Background: an optimization exercise with open tools, aiming at small area, a short achievable clock period and few clock cycles per item. Do not read the settings as production practice.
Where RTL was checked, it was by simulation tests only, not by an equivalence proof against the original.
Power is estimated from default activity; no workload was simulated.

==> xenon <==
==> flow/design.v <==
module merge_alu (
    input  wire [63:0] a,         
    input  wire [63:0] b,         
    input  wire [2:0]  sb,        
    input  wire [2:0]  tgt,       
    input  wire        cin,       
    output wire [63:0] s,         
    output wire        cmsb       
);
    wire [63:0] p = a ^ b;
    wire [63:0] g = a & b;
    wire [63:0] gl [0:3];
    wire [63:0] pl [0:3];
    assign gl[0] = g;
    assign pl[0] = p;
    genvar l, j, k;
    generate
        for (l = 0; l < 3; l = l + 1) begin : lvl
            for (j = 0; j < 64; j = j + 1) begin : bt
                if (((j % 8) >> l) & 1) begin : cmb
                    localparam integer q = (j & ~((1 << l) - 1)) - 1;
                    assign gl[l+1][j] = gl[l][j] | (pl[l][j] & gl[l][q]);
                    assign pl[l+1][j] = pl[l][j] & pl[l][q];
                end else begin : pas
                    assign gl[l+1][j] = gl[l][j];
                    assign pl[l+1][j] = pl[l][j];
                end
            end
        end
    endgenerate
    wire [7:0] bg0, bp0;
    generate
        for (k = 0; k < 8; k = k + 1) begin : bsig
            wire gk = (k == tgt) ? gl[3][8*k+6] : gl[3][8*k+7];
            wire pk = (k == tgt) ? pl[3][8*k+6] : pl[3][8*k+7];
            assign bg0[k] = (k > tgt) ? 1'b0 : (k == sb) ? (gk | (pk & cin)) : gk;
            assign bp0[k] = (k > tgt) ? 1'b1 : (k == sb) ? 1'b0 : pk;
        end
    endgenerate
    wire [7:0] bg [0:3];
    wire [7:0] bp [0:3];
    assign bg[0] = bg0;
    assign bp[0] = bp0;
    generate
        for (l = 0; l < 3; l = l + 1) begin : blvl
            for (k = 0; k < 8; k = k + 1) begin : bb
                if ((k >> l) & 1) begin : cmb
                    localparam integer q = (k & ~((1 << l) - 1)) - 1;
                    assign bg[l+1][k] = bg[l][k] | (bp[l][k] & bg[l][q]);
                    assign bp[l+1][k] = bp[l][k] & bp[l][q];
                end else begin : pas
                    assign bg[l+1][k] = bg[l][k];
                    assign bp[l+1][k] = bp[l][k];
                end
            end
        end
    endgenerate
    wire [7:0] bco = bg[3];
    assign cmsb = bco[7];
    wire [63:0] ci;
    generate
        for (k = 0; k < 8; k = k + 1) begin : cin_b
            wire cb;
            if (k == 0) begin : b0
                assign cb = cin;
            end else begin : bk
                assign cb = (k == sb) ? cin : bco[k-1];
            end
            assign ci[8*k] = cb;
            for (j = 1; j < 8; j = j + 1) begin : cbit
                assign ci[8*k+j] = gl[3][8*k+j-1] | (pl[3][8*k+j-1] & cb);
            end
        end
    endgenerate
    assign s = p ^ ci;
endmodule
module slot_merge_unit (
    input  wire        clk,
    input  wire        rst,
    input  wire        in_valid,
    output wire        in_ready,
    input  wire        in_first,
    input  wire        in_last,
    input  wire [63:0] in_v,
    input  wire        in_t,
    input  wire        in_f,
    input  wire [1:0]  in_lane,
    input  wire [2:0]  in_action,
    input  wire [3:0]  in_op,
    input  wire [5:0]  in_ofs,
    input  wire [5:0]  in_width_m1,
    input  wire        in_bad,
    input  wire        in_bad_policy,
    input  wire [63:0] in_x,
    output reg         out_valid,
    input  wire        out_ready,
    output reg  [63:0] out_v,
    output reg         out_t,
    output reg         out_f,
    output reg         out_collide,
    output reg         out_invalid,
    output reg         out_saturated,
    output reg  [3:0]  out_skipped
);
    localparam ACT_WRITE = 3'd2, ACT_MERGE = 3'd3;
    wire in_mg  = (in_action == ACT_MERGE);
    wire in_sub = in_mg && ((in_op == 4'h2) || (in_op == 4'h3) || (in_op == 4'h4) || (in_op == 4'h5));
    wire in_cnt = in_mg && (in_op == 4'hA);
    wire [63:0] in_xc = in_cnt ? {63'd0, in_x[0]} : in_x;
    wire [63:0] in_y  = (in_xc << {in_ofs[5:3], 3'b000}) ^ {64{in_sub}};
    reg  [1:0] lane;
    wire [1:0] in_ln  = in_first ? in_lane : lane;
    wire [2:0] in_tgt = in_ofs[5:3] | {in_ln == 2'd3, in_ln[1], in_ln != 2'd0};
    reg        rdy_q;
    reg        s1v;
    reg [63:0] sy;
    reg [5:0]  sofs, swm1;
    reg [2:0]  stgt;
    reg [3:0]  sop;
    reg        swr, smg, ssub, sbad, sbp, sfirst, slast;
    reg [63:0] v0;
    reg        t0, f0;
    assign in_ready = rdy_q;
    wire take = in_valid && rdy_q;
    always @(posedge clk) begin
        sy     <= in_y;
        sofs   <= in_ofs;
        swm1   <= in_width_m1;
        stgt   <= in_tgt;
        sop    <= in_op;
        swr    <= (in_action == ACT_WRITE);
        smg    <= in_mg;
        ssub   <= in_sub;
        sbad   <= in_bad;
        sbp    <= in_bad_policy;
        sfirst <= in_first;
        slast  <= in_last;
        if (take && in_first) begin
            v0   <= in_v;
            t0   <= in_t;
            f0   <= in_f;
            lane <= in_lane;
        end
    end
    reg [63:0] acc;
    reg        any_wr_q, wbad_q, bpi_q, done_q, sat_q;
    reg [3:0]  skip_q;
    reg        acc_done;
    wire op_or   = (sop == 4'h0);
    wire op_and  = (sop == 4'h1);
    wire op_min  = (sop == 4'h2) || (sop == 4'h3);
    wire op_max  = (sop == 4'h4) || (sop == 4'h5);
    wire op_sgn  = (sop == 4'h3) || (sop == 4'h5);
    wire op_fst  = (sop == 4'h6);
    wire op_bset = (sop == 4'h7);
    wire op_sumu = (sop == 4'h8) || (sop == 4'hA);
    wire op_sums = (sop == 4'h9);
    wire op_xor  = (sop == 4'hB);
    wire op_lane = op_min || op_max || op_sumu || op_sums;
    wire [2:0]  sb   = sofs[5:3];
    wire [2:0]  tgt  = stgt;
    wire [63:0] s;
    wire        cm;
    merge_alu u_alu (
        .a(v0), .b(sy), .sb(sb), .tgt(tgt), .cin(ssub), .s(s), .cmsb(cm)
    );
    wire an_t = v0[{tgt, 3'd7}];
    wire bn_t = sy[{tgt, 3'd7}];
    wire as_t = an_t ^ op_sgn;
    wire bs_t = bn_t ^ op_sgn;
    wire ge1 = as_t || bs_t,  ge0 = as_t && bs_t;      
    wire co1 = an_t || bn_t,  co0 = an_t && bn_t;      
    wire ov1 = !an_t && !bn_t, ov0 = an_t && bn_t;     
    wire sel_s1 = (op_sumu && !co1) || (op_sums && !ov1);
    wire sel_s0 = (op_sumu && !co0) || (op_sums && !ov0);
    wire sel_x1 = (op_min && ge1) || (op_max && !ge1);
    wire sel_x0 = (op_min && ge0) || (op_max && !ge0);
    wire sel_v1 = (op_min && !ge1) || (op_max && ge1);
    wire sel_v0 = (op_min && !ge0) || (op_max && ge0);
    wire sel_s = cm ? sel_s1 : sel_s0;
    wire sel_x = cm ? sel_x1 : sel_x0;
    wire sel_v = cm ? sel_v1 : sel_v0;
    wire sel_1 = op_sumu && (cm ? co1 : co0);
    wire sel_c = op_sums && (cm ? ov1 : ov0);
    integer i;
    wire       mg_bset = smg && op_bset;
    wire [5:0] lo = mg_bset ? sy[5:0] : sofs;
    wire [5:0] hi = mg_bset ? sy[5:0] : (smg && op_lane) ? {tgt, 3'b111} : (sofs + swm1);
    wire [63:0] xs = sy << sofs[2:0];
    reg [63:0] fld, lmsb;
    always @* begin
        for (i = 0; i < 64; i = i + 1) begin
            fld[i] = (i >= lo) && (i <= hi);
            lmsb[i] = (i % 8 == 7) && (i / 8 == tgt);    
        end
    end
    reg [3:0] tt;    
    always @* begin
        if (swr || op_fst) tt = 4'b1010;
        else if (op_or)    tt = 4'b1110;
        else if (op_and)   tt = 4'b1000;
        else if (op_xor)   tt = 4'b0110;
        else if (op_bset)  tt = 4'b1111;
        else               tt = {sel_v, sel_v || sel_x, 1'b0, sel_x};
    end
    wire sum_op = !swr && (op_sumu || op_sums);
    reg [63:0] f;
    always @* begin
        for (i = 0; i < 64; i = i + 1)
            f[i] = tt[{v0[i], xs[i]}] ||
                   (sum_op && ((sel_s && s[i]) || sel_1 || (sel_c && !(lmsb[i] ^ an_t))));
    end
    wire       sat_t = sel_1 || sel_c;
    wire bpi_cur  = !sfirst && bpi_q;
    wire contrib  = !(op_fst && t0) && !(op_bset && sy[7]);
    wire apply    = smg && !sbad && contrib;
    wire en       = s1v && ((swr && !t0) || (apply && !bpi_cur));
    wire zero_b   = s1v && swr && !t0 && (sfirst || !any_wr_q);
    wire v0_b     = s1v && !zero_b && (sfirst || (smg && sbad && sbp));
    wire acc_b    = !zero_b && !v0_b;
    wire [63:0] base = ({64{v0_b}} & v0) | ({64{acc_b}} & acc);
    wire [63:0] fm   = fld & {64{en}};
    wire [63:0] acc_n = (fm & f) | (~fm & base);
    wire        any_wr_n = s1v ? ((!sfirst && any_wr_q) || swr) : any_wr_q;
    wire        wbad_n   = s1v ? ((!sfirst && wbad_q) || (swr && sbad)) : wbad_q;
    wire        bpi_n    = s1v ? (bpi_cur || (smg && sbad && sbp)) : bpi_q;
    wire        done_n   = s1v ? ((!sfirst && done_q) || apply) : done_q;
    wire        sat_n    = s1v ? ((!sfirst && sat_q) || (apply && sat_t)) : sat_q;
    wire [3:0]  skip_n   = s1v ? ((sfirst ? 4'd0 : skip_q) + {3'd0, smg && sbad}) : skip_q;
    wire out_free = !out_valid || out_ready;
    wire fin      = s1v && slast;
    wire load     = out_free && (acc_done || fin);
    wire acc_done_n = (acc_done || fin) && !out_free;
    wire out_valid_n = load || (out_valid && !out_ready);
    wire s1v_n    = take;
    always @(posedge clk) begin
        acc      <= acc_n;
        any_wr_q <= any_wr_n;
        wbad_q   <= wbad_n;
        bpi_q    <= bpi_n;
        done_q   <= done_n;
        sat_q    <= sat_n;
        skip_q   <= skip_n;
        if (load) begin
            out_v         <= acc_n;
            out_t         <= t0 || any_wr_n || bpi_n || done_n;
            out_f         <= any_wr_n ? (t0 ? f0 : !wbad_n) : (f0 && !bpi_n);
            out_collide   <= any_wr_n && t0;
            out_invalid   <= (any_wr_n && !t0 && wbad_n) || bpi_n;
            out_saturated <= sat_n && !bpi_n;
            out_skipped   <= bpi_n ? 4'd0 : skip_n;
        end
        if (rst) begin
            s1v       <= 1'b0;
            acc_done  <= 1'b0;
            out_valid <= 1'b0;
            rdy_q     <= 1'b1;
        end else begin
            s1v       <= s1v_n;
            acc_done  <= acc_done_n;
            out_valid <= out_valid_n;
            rdy_q     <= !acc_done_n && !(s1v_n && in_last && out_valid_n);
        end
    end
endmodule
==> flow/flow/run.sh <==
#!/bin/bash
# Standard synthesis, then the standard layout with these changes: ORFS's
# timing repair aims for a larger setup margin, the port buffers are buf_1,
# and clock tree synthesis clusters up to 20 registers per leaf buffer and
# inserts no dummy loads. The clock period and all constraints are unchanged.
set -euo pipefail
bash standard.sh synth > synth.log 2>&1
sed "s/SETUP_SLACK_MARGIN=[0-9.]*/SETUP_SLACK_MARGIN=16.5 'BUFFER_PORTS_ARGS=-buffer_cell sky130_fd_sc_hd__buf_1' 'CTS_ARGS=-sink_clustering_enable -repair_clock_nets -dont_use_dummy_load -sink_clustering_size 20 -sink_clustering_max_diameter 300'/" standard.sh > layout.sh
bash layout.sh > layout.log 2>&1
==> flow/standard.sh <==
#!/bin/bash
# synth_recipe.tcl (not shown) runs the flow's synth.tcl, then flattens the netlist and writes it again
# the make line also repeats each setting of config.mk as NAME=value (left out here)
make -C /OpenROAD-flow-scripts/flow DESIGN_CONFIG=/design/flow/config.mk WORK_HOME=/design/flow/orfs CLKGATE_MAP_FILE= SYNTH_SCRIPT=/design/flow/synth_recipe.tcl "${@:-finish}"
==> flow/config.mk <==
export PLATFORM = sky130hd
export DESIGN_NAME = slot_merge_unit
export DESIGN_NICKNAME = slot_merge_unit
export VERILOG_FILES = /design/flow/design.v
export SDC_FILE = /design/flow/constraint.sdc
export NUM_CORES = 8
export LEC_CHECK = 0
export CAP_MARGIN = 20
export CORE_MARGIN = 2
export CORE_UTILIZATION = 40
export SETUP_SLACK_MARGIN = 2.0
export SLEW_MARGIN = 40
==> flow/constraint.sdc <==
create_clock -name core_clock -period 22.0 [get_ports {clk}]
set_input_delay 4.4000 -clock core_clock [delete_from_list [all_inputs] [get_ports {clk}]]
set_output_delay 4.4000 -clock core_clock [all_outputs]
set_load 0.01 [all_outputs]
==> harbor: changes against xenon <==
--- a/flow/design.v
+++ b/flow/design.v
@@ -1,11 +1,11 @@
 module merge_alu (
     input  wire [63:0] a,         
     input  wire [63:0] b,         
-    input  wire [2:0]  sb,        
-    input  wire [2:0]  tgt,       
+    input  wire [1:0]  lane,      
     input  wire        cin,       
     output wire [63:0] s,         
-    output wire        cmsb       
+    output wire [7:0]  cend,      
+    output wire [7:0]  vend       
 );
     wire [63:0] p = a ^ b;
     wire [63:0] g = a & b;
@@ -28,13 +28,20 @@
             end
         end
     endgenerate
+    reg [7:0] bst;
+    always @* begin
+        case (lane)
+            2'd0: bst = 8'b1111_1111;
+            2'd1: bst = 8'b0101_0101;
+            2'd2: bst = 8'b0001_0001;
+            default: bst = 8'b0000_0001;
+        endcase
+    end
     wire [7:0] bg0, bp0;
     generate
         for (k = 0; k < 8; k = k + 1) begin : bsig
-            wire gk = (k == tgt) ? gl[3][8*k+6] : gl[3][8*k+7];
-            wire pk = (k == tgt) ? pl[3][8*k+6] : pl[3][8*k+7];
-            assign bg0[k] = (k > tgt) ? 1'b0 : (k == sb) ? (gk | (pk & cin)) : gk;
-            assign bp0[k] = (k > tgt) ? 1'b1 : (k == sb) ? 1'b0 : pk;
+            assign bg0[k] = gl[3][8*k+7] | (bst[k] & cin & pl[3][8*k+7]);
+            assign bp0[k] = pl[3][8*k+7] & !bst[k];
         end
     endgenerate
     wire [7:0] bg [0:3];
@@ -56,7 +63,6 @@
         end
     endgenerate
     wire [7:0] bco = bg[3];
-    assign cmsb = bco[7];
     wire [63:0] ci;
     generate
         for (k = 0; k < 8; k = k + 1) begin : cin_b
@@ -64,12 +70,14 @@
             if (k == 0) begin : b0
                 assign cb = cin;
             end else begin : bk
-                assign cb = (k == sb) ? cin : bco[k-1];
+                assign cb = bst[k] ? cin : bco[k-1];
             end
             assign ci[8*k] = cb;
             for (j = 1; j < 8; j = j + 1) begin : cbit
                 assign ci[8*k+j] = gl[3][8*k+j-1] | (pl[3][8*k+j-1] & cb);
             end
+            assign cend[k] = bco[k];
+            assign vend[k] = bco[k] ^ ci[8*k+7];
         end
     endgenerate
     assign s = p ^ ci;
@@ -108,25 +116,21 @@
     wire in_cnt = in_mg && (in_op == 4'hA);
     wire [63:0] in_xc = in_cnt ? {63'd0, in_x[0]} : in_x;
     wire [63:0] in_y  = (in_xc << {in_ofs[5:3], 3'b000}) ^ {64{in_sub}};
-    reg  [1:0] lane;
-    wire [1:0] in_ln  = in_first ? in_lane : lane;
-    wire [2:0] in_tgt = in_ofs[5:3] | {in_ln == 2'd3, in_ln[1], in_ln != 2'd0};
     reg        rdy_q;
     reg        s1v;
     reg [63:0] sy;
     reg [5:0]  sofs, swm1;
-    reg [2:0]  stgt;
     reg [3:0]  sop;
     reg        swr, smg, ssub, sbad, sbp, sfirst, slast;
     reg [63:0] v0;
     reg        t0, f0;
+    reg [1:0]  lane;
     assign in_ready = rdy_q;
     wire take = in_valid && rdy_q;
     always @(posedge clk) begin
         sy     <= in_y;
         sofs   <= in_ofs;
         swm1   <= in_width_m1;
-        stgt   <= in_tgt;
         sop    <= in_op;
         swr    <= (in_action == ACT_WRITE);
         smg    <= in_mg;
@@ -157,41 +161,46 @@
     wire op_sums = (sop == 4'h9);
     wire op_xor  = (sop == 4'hB);
     wire op_lane = op_min || op_max || op_sumu || op_sums;
-    wire [2:0]  sb   = sofs[5:3];
-    wire [2:0]  tgt  = stgt;
+    reg [5:0] lm1;
+    always @* begin
+        case (lane)
+            2'd0: lm1 = 6'd7;
+            2'd1: lm1 = 6'd15;
+            2'd2: lm1 = 6'd31;
+            default: lm1 = 6'd63;
+        endcase
+    end
     wire [63:0] s;
-    wire        cm;
+    wire [7:0]  cend, vend;
     merge_alu u_alu (
-        .a(v0), .b(sy), .sb(sb), .tgt(tgt), .cin(ssub), .s(s), .cmsb(cm)
+        .a(v0), .b(sy), .lane(lane), .cin(ssub), .s(s), .cend(cend), .vend(vend)
     );
-    wire an_t = v0[{tgt, 3'd7}];
-    wire bn_t = sy[{tgt, 3'd7}];
-    wire as_t = an_t ^ op_sgn;
-    wire bs_t = bn_t ^ op_sgn;
-    wire ge1 = as_t || bs_t,  ge0 = as_t && bs_t;      
-    wire co1 = an_t || bn_t,  co0 = an_t && bn_t;      
-    wire ov1 = !an_t && !bn_t, ov0 = an_t && bn_t;     
-    wire sel_s1 = (op_sumu && !co1) || (op_sums && !ov1);
-    wire sel_s0 = (op_sumu && !co0) || (op_sums && !ov0);
-    wire sel_x1 = (op_min && ge1) || (op_max && !ge1);
-    wire sel_x0 = (op_min && ge0) || (op_max && !ge0);
-    wire sel_v1 = (op_min && !ge1) || (op_max && ge1);
-    wire sel_v0 = (op_min && !ge0) || (op_max && ge0);
-    wire sel_s = cm ? sel_s1 : sel_s0;
-    wire sel_x = cm ? sel_x1 : sel_x0;
-    wire sel_v = cm ? sel_v1 : sel_v0;
-    wire sel_1 = op_sumu && (cm ? co1 : co0);
-    wire sel_c = op_sums && (cm ? ov1 : ov0);
+    wire [2:0] tgt  = sofs[5:3] | lm1[5:3];
+    wire       c_t  = cend[tgt];
+    wire       v_t  = vend[tgt];
+    wire       an_t = v0[{tgt, 3'd7}];
+    wire       sd_t = an_t ^ !sy[{tgt, 3'd7}];
+    wire       ge   = (op_sgn && sd_t) ? !an_t : c_t;
+    wire       sel_s = (op_sumu && !ge) || (op_sums && !v_t);
+    wire       sel_x = (op_min && ge) || (op_max && !ge);
+    wire       sel_v = (op_min && !ge) || (op_max && ge);
+    wire       sel_1 = op_sumu && ge;
+    wire       sel_c = op_sums && v_t;
     integer i;
     wire       mg_bset = smg && op_bset;
     wire [5:0] lo = mg_bset ? sy[5:0] : sofs;
-    wire [5:0] hi = mg_bset ? sy[5:0] : (smg && op_lane) ? {tgt, 3'b111} : (sofs + swm1);
+    wire [5:0] hi = mg_bset ? sy[5:0] : (smg && op_lane) ? (sofs | lm1) : (sofs + swm1);
     wire [63:0] xs = sy << sofs[2:0];
     reg [63:0] fld, lmsb;
     always @* begin
         for (i = 0; i < 64; i = i + 1) begin
             fld[i] = (i >= lo) && (i <= hi);
-            lmsb[i] = (i % 8 == 7) && (i / 8 == tgt);    
+            case (lane)
+                2'd0: lmsb[i] = (i % 8  == 7);
+                2'd1: lmsb[i] = (i % 16 == 15);
+                2'd2: lmsb[i] = (i % 32 == 31);
+                default: lmsb[i] = (i == 63);
+            endcase
         end
     end
     reg [3:0] tt;    
@@ -210,7 +219,7 @@
             f[i] = tt[{v0[i], xs[i]}] ||
                    (sum_op && ((sel_s && s[i]) || sel_1 || (sel_c && !(lmsb[i] ^ an_t))));
     end
-    wire       sat_t = sel_1 || sel_c;
+    wire       sat_t = (op_sumu && c_t) || (op_sums && v_t);
     wire bpi_cur  = !sfirst && bpi_q;
     wire contrib  = !(op_fst && t0) && !(op_bset && sy[7]);
     wire apply    = smg && !sbad && contrib;
==> flow/flow/run.sh (replaced) <==
#!/bin/bash
set -euo pipefail
bash standard.sh synth > synth.log 2>&1
sed "s/SETUP_SLACK_MARGIN=[0-9.]*/SETUP_SLACK_MARGIN=17.0 'BUFFER_PORTS_ARGS=-buffer_cell sky130_fd_sc_hd__buf_1' 'CTS_ARGS=-sink_clustering_enable -repair_clock_nets -dont_use_dummy_load'/" standard.sh > layout.sh
bash layout.sh > layout.log 2>&1
CORE_UTILIZATION = 50   (was 40)
PLACE_DENSITY = 0.7   (was not set)
SLEW_MARGIN = 20   (was 40)
==> metrics.md <==
| Metric | Value |
|---|---|
| Num tapcells | `585` |
| Power Clock | `0.506 mW` |
| Mapped Area | `about 0.022 sq mm` |
| Leakage | `approximately 11 nW` |
| Layout Cells excl Fill | `3184` |
| # placed instances | `between 3000 and 4000` |
| Outcome | `complete, no violations` |
| Multi-input combinational area share | `54.66%` |
| Synth area leaders | `edfxtp_1, dfxtp_1, mux4_2` |
| FF+latch count | `305` |
| Synth Area in Simple Gates | `around an eighth` |
| Sequential power share | `39.4%` |
| Metal-1 WL | `39420 um` |
| Multi-input gates | `1810` |
(the above is from harbor)
==> metrics.md <==
| Metric | Value |
|---|---|
| FF+latch count | `308` |
| Synth cell count leaders | `nand2_1, a21oi_1, nor2_1` |
| Metal-1 WL | `41340 um` |
| Sequential power share | `between 40% and 50%` |
| Synth top area share | `18.68%` |
| Layout Cells excl Fill | `3354` |
| # placed instances | `roughly 3300` |
| Outcome | `complete, no violations` |
| Num tapcells | `roughly 760` |
| Mapped Area | `between 0.02 and 0.025 sq mm` |
| Multi-input gates | `1895` |
| Multi-input combinational area share | `about 57%` |
| Leakage | `9.509 nW` |
| Row cnt | `between 80 and 90` |
| Synth Area in Simple Gates | `15.92%` |
| Skew final | `0.04891 ns` |
| Clock buf/inv share | `1.871%` |
(the above is from xenon)
Testbench counts of harbor, summed over its fixed seeds: cycles 50,915, slots 12,000.
The RTL of xenon was laid out without a check of its function.

## re-timing with driven ports
The results above use ideal ports. As a check the final layouts listed here were re-extracted and re-timed, cells and wires unchanged. Step 1 (the two cells are an assumption about what drives the block):
set clk [get_ports {clk}]
set_driving_cell -lib_cell sky130_fd_sc_hd__clkbuf_16 $clk
set_driving_cell -lib_cell sky130_fd_sc_hd__buf_2 [delete_from_list [all_inputs] $clk]
Step 2 moves the port delays by t, midway between the first and last clock arrival at a register: inputs arrive t later, outputs are due t later. That takes back most of the time a late clock gives input paths. a / b / c = ideal ports / drivers / drivers and shift; a / b = the first two.
run	shift t [ns]	slack for setup (ns)	slew at the worst register clock pin (ns)
xenon	0.611	16.448 / 16.386 / 16.028	0.10 / 0.10
harbor	0.597	16.316 / 16.260 / 15.827	0.07 / 0.07
After both steps setup and hold are still met in every run listed. The setup slack of harbor, which loses most, moves by -0.056 ns with the drivers and by -0.489 ns with both steps.
